What follows belongs to an exercise in optimizing a design on an open flow for small area, a short achievable clock period and few clock cycles per item; a production flow would make more cautious choices.
No functional check of the RTL was part of any run shown here.

## flow/design.v (module list and top-level ports; edited modules follow where they fit)
// module srgen: 3361 lines
// module srgen_hold64: 8 lines
// module srgen_ao21: 8 lines
// module srgen_an2: 7 lines
// module srgen_fa: 10 lines
module srgen (
    input  wire        clk,
    input  wire        rst,
    input  wire        cfg_valid,
    output wire        cfg_ready,
    input  wire [63:0] cfg_key,
    input  wire [31:0] cfg_site,
    input  wire [31:0] cfg_step,
    output reg         out_valid,
    input  wire        out_ready,
    output reg  [63:0] out_word
);
  // ...
==> flow/flow/run.sh <==
#!/bin/bash
# The standard layout (standard.sh) with the resizer's setup repair aiming
# for slack well above zero at the design's clock period; the SDC is the standard flow's,
# unchanged. Ports are buffered with buf_2 rather than the smallest buffer.
export SETUP_SLACK_MARGIN=21.2
export BUFFER_PORTS_ARGS="-buffer_cell sky130_fd_sc_hd__buf_2"
bash standard.sh > standard_flow.log 2>&1
==> flow/standard.sh <==
#!/bin/bash
# synth_recipe.tcl (not shown) runs the flow's synth.tcl, then flattens the netlist and writes it again
# the make line also repeats each setting of config.mk as NAME=value (left out here)
make -C /OpenROAD-flow-scripts/flow DESIGN_CONFIG=/design/flow/config.mk WORK_HOME=/design/flow/orfs CLKGATE_MAP_FILE= SYNTH_SCRIPT=/design/flow/synth_recipe.tcl "${@:-finish}"
==> flow/config.mk <==
export PLATFORM = sky130hd
export DESIGN_NAME = srgen
export DESIGN_NICKNAME = srgen
export VERILOG_FILES = /design/flow/design.v
export SDC_FILE = /design/flow/constraint.sdc
export NUM_CORES = 4
export LEC_CHECK = 0
export CAP_MARGIN = 40
export CORE_MARGIN = 2
export CORE_UTILIZATION = 55
export SLEW_MARGIN = 50
export SYNTH_HIERARCHICAL = 1
export SYNTH_MINIMUM_KEEP_SIZE = 0
==> flow/constraint.sdc <==
create_clock -name core_clock -period 28.0 [get_ports {clk}]
set_input_delay 5.6000 -clock core_clock [delete_from_list [all_inputs] [get_ports {clk}]]
set_output_delay 5.6000 -clock core_clock [all_outputs]
set_load 0.01 [all_outputs]
==> flow_summary.ini, run 1 <==
[outcome]
status = no timing/DRC/antenna violations

[floorplan]
rows = 111
core_um2 = 91400
pin_count = 198

[cts]
clock-sinks = 267
cts_tree = built
ctsHoldBuffers = 0
clkLatencyLatePin_ns = 0.59

[route]
vias = 39200
first_iter_violations = 4618
ant_nets = 0

[global_route]
met2_usage_pct = 64.7
grt_max_degree = 61

[sta]
finalSetupViolCount = 0
layout_min_cycle_time_ns = 7.03
whs_ns = 0.481

[final_layout]
design.seq.count = 267
largest_class = multi-input combinational cells
drive_gt1_share_pct = 28.0
finish.utilization_pct = 67.0
nFillCells = 7060

[yosys]
synth.most_common_cell = fa_1
yosys_warnings = 7
synth_xor_area_share_pct = 6.73
synth_mux_area_share_pct = 2.33
synth_top_area_share_pct = 55.7

[critical_path]
reg2reg_from = zin[58]
==> inputs of run 2 (changes only) <==
==> flow/flow/run.sh (replaced) <==
#!/bin/bash
# The standard layout (standard.sh) with the resizer's setup repair aiming
# for slack well above zero at the design's clock period; the SDC is the standard flow's,
# unchanged. Ports are buffered with buf_2 rather than the smallest buffer.
export SETUP_SLACK_MARGIN=21.4
export BUFFER_PORTS_ARGS="-buffer_cell sky130_fd_sc_hd__buf_2"
bash standard.sh > standard_flow.log 2>&1
==> flow_summary.ini, run 2 <==
[outcome]
status = no timing/DRC/antenna violations

[run]
maxCapViolCount = 0

[cts]
clkLatencyLatePin_ns = 0.65
cts.path.max_buffers = 3
cts-root-buf = clkbuf_16
ctsHoldBuffers = 0
numCtsBuffers = 31
clk_pin_slew_ns = 0.07
cts_tree = built
clock-sinks = 267
htree_levels = 1

[sta]
fin_tns_setup_ns = 0
finalSetupViolCount = 0
finalHoldViolations = 0
rsz0062_at_grt = yes
whs_ns = 0.481
layout_min_cycle_time_ns = 7.02
drv_slew = 0
max_freq_mhz = 143
fin_skew_ns = 0.0253
slew_headroom_pct = 48.8
tightest_slew_ns = 0.765
finalCritPeriodShare_pct = 25.1

[floorplan]
die_h_um = 307
die_area_um2 = 94300
die_w_um = 307
rows = 111
floorplan.initialDensity_pct = 55.3
pin_count = 198
core_um2 = 91400

[final_layout]
nFillCells = 6621
final_cell_mix = fa_1 (1289), buf_4 (502), nand2_1 (255), inv_1 (176), a21o_1 (152)
layout.nets = 6608
drive_gt1_share_pct = 33.9
syn_to_final_growth_pct = 26.1
final_common_cell = fa_1
biggestRegsByFlops = mid: 64 flops, out_word: 64 flops, zin: 64 flops

[yosys]
syn-cell-area_um2 = 50500
synth_cell_types = 108
synth_edf_count = 0
ys_ff_latch = 267
yosysSeqAreaShare_pct = 10.6
ys_top_cells_by_count = fa_1 (1407), dfxtp_1 (267), inv_1 (264), nand2_1 (264), xnor2_1 (179)
synth_top_area_share_pct = 55.7
synth_fp_nets = 5856
synth.most_common_cell = fa_1
synth_area_leader_cell = fa_1
syn_inst = 4156
async_reset_ff_share_pct = 0
syn_area_per_cell_um2 = 12.2
synthFlopType = dfxtp_1
yosys_warnings = 7
synth_area_leaders = fa_1 (56%), dfxtp_1 (11%), ha_1 (4.0%), xnor2_1 (3.1%), xor2_1 (2.8%)

[critical_path]
crit_fanout = 3
path_class = input pin to register
start_kind = input pin
critical_path_required_ns = 28.54
cp.arrival_ns = 7.55
cp-end-kind = register

[route]
ant_nets = 0
vias = 40300
firstDrtPassIters = 7
drt_drc_violations_left = 0
avgViaCountPerCell = 6.59
first_iter_violations = 5014
wl_per_cell_um = 36.6
wl_um = 224000

[placement]
hpwl_um = 167000
gp_congestion = 1.05
io_buffers = 197

[global_route]
first_global_vias = 42300
grt_use_total_pct = 48.1
antenna_found_initial = 5
grt_pass1_wl_um = 312000
grt-ovfl-total = 0
grt_max_degree = 56

[hold_path]
hold_path_class = register to register
-- run 2: changes by cell type in the layout (fill, tap and decap cells not counted), sizes merged --
cell      previous run  this run
buf                730       813
clkinv               7        11
bufinv               4         7
clkinvlp            51        62
inv                218       207
bufbuf               2         1
diode                2         4
clkbuf              48        38
-- run 2: area by class of cell --
type	count	area, µm²	share of cell area, %
tap	1186	1480	2.33
antenna	4	10.0	0.0157
inverter	265	1340	2.10
timing repair buffer	816	7370	11.6
clock buffer	36	825	1.29
clock inverter	22	323	0.507
sequential	267	5680	8.91
multi-input combinational	3527	46700	73.3
-- run 2: worst paths after layout --
check | start | endpoint | slack [ns] | cells past startpoint
setup / recovery | cfg_site[26] | zin[30] | 20.98 | 9
hold / removal | run | rwd | 0.48 | 2
setup reg to reg | mid[8] | zin[28] | 21.31 | 22
hold reg to reg | run | rwd | 0.48 | 2
-- run 2: cells by family after synthesis --
logic type / Yosys count / synth area share (%)
muxes: 86 / 2.33
adders and majority gates: 1568 / 59.7
buffers and inverters: 362 / 2.97
xor gates and xnor gates: 361 / 6.73
AOI/OAI and AO/OA: 758 / 10.4
DFF: 267 / 10.6
and+or+nand+nor: 754 / 7.32
-- run 2: Yosys stat by module, one instance, submodules excluded --
module	flops+latches	area, µm²	cells	times used
srgen_hold64	0	1080	71	1
srgen_an2	0	6.26	1	66
srgen_ao21	0	7.51	1	70
srgen	267	20400	2544	1
srgen_fa	0	20.0	1	1405
-- run 2: critical path, stage by stage --
cell and delay [ns]:
buf_8 0.09, or3_4 0.39, or2_4 0.27, or3_4 0.33, a21o_1 0.17, a21o_4 0.22, xnor2_4 0.29, a22oi_2 0.14
o41ai_2 0.06
-- run 2: routing by layer --
metal | vias up | share of wire (%) | wire (µm) | GRT usage [%]
met5 | - | 0.027 | 60 | 0
met4 | 6 | 8.5 | 19000 | 30.4
met3 | 845 | 15 | 33200 | 19.4
met2 | 3323 | 41 | 92400 | 67.6
met1 | 20800 | 35 | 79100 | 62.0
li1 | 15300 | - | - | -
-- run 2: repair_timing --
action,in CTS,in global routing
pin swaps,62,188
gates resized for setup,695,360
setup buffers,303,201
setup endpoints to repair,293,175
cloned,2,1
-- run 2: per-stage QoR --
stage               instance area [µm²]  std cells  util, %  worst slack [ns]
finish                            63700       6123     69.7             20.98
floorplan                         51200       4156        -             20.67
global placement                  54000       5554     59.1             19.67
CTS                               60600       5917     66.3             21.03
detailed placement                54300       5554     59.4             19.82
global route                      63700       6119     69.7             20.96

separate check: timing with driven ports:
In the flow no input, the clock included, has a driving cell. The finished layouts below were timed again as built, in two steps. Step 1 assumes that a clkbuf_16 drives the clock port and a buf_2 every other input. Step 2 also shifts input and output timing later by t, the mid clock arrival at the registers, as if the neighbouring blocks saw the same clock. Three values: ideal ports, drivers, drivers and shift; two values: the first two.
run	t, ns	setup slack, ns	worst setup path after step 2	worst register clock-pin slew, ns
run 1	0.648	20.971 / 21.002 / 20.354	input to register	0.07 / 0.07
run 2	0.711	20.983 / 21.016 / 20.305	input to register	0.07 / 0.07
After both steps every run listed still meets setup and hold. The setup slack of run 2, which loses most, moves by +0.033 ns with the drivers and by -0.678 ns with both steps.
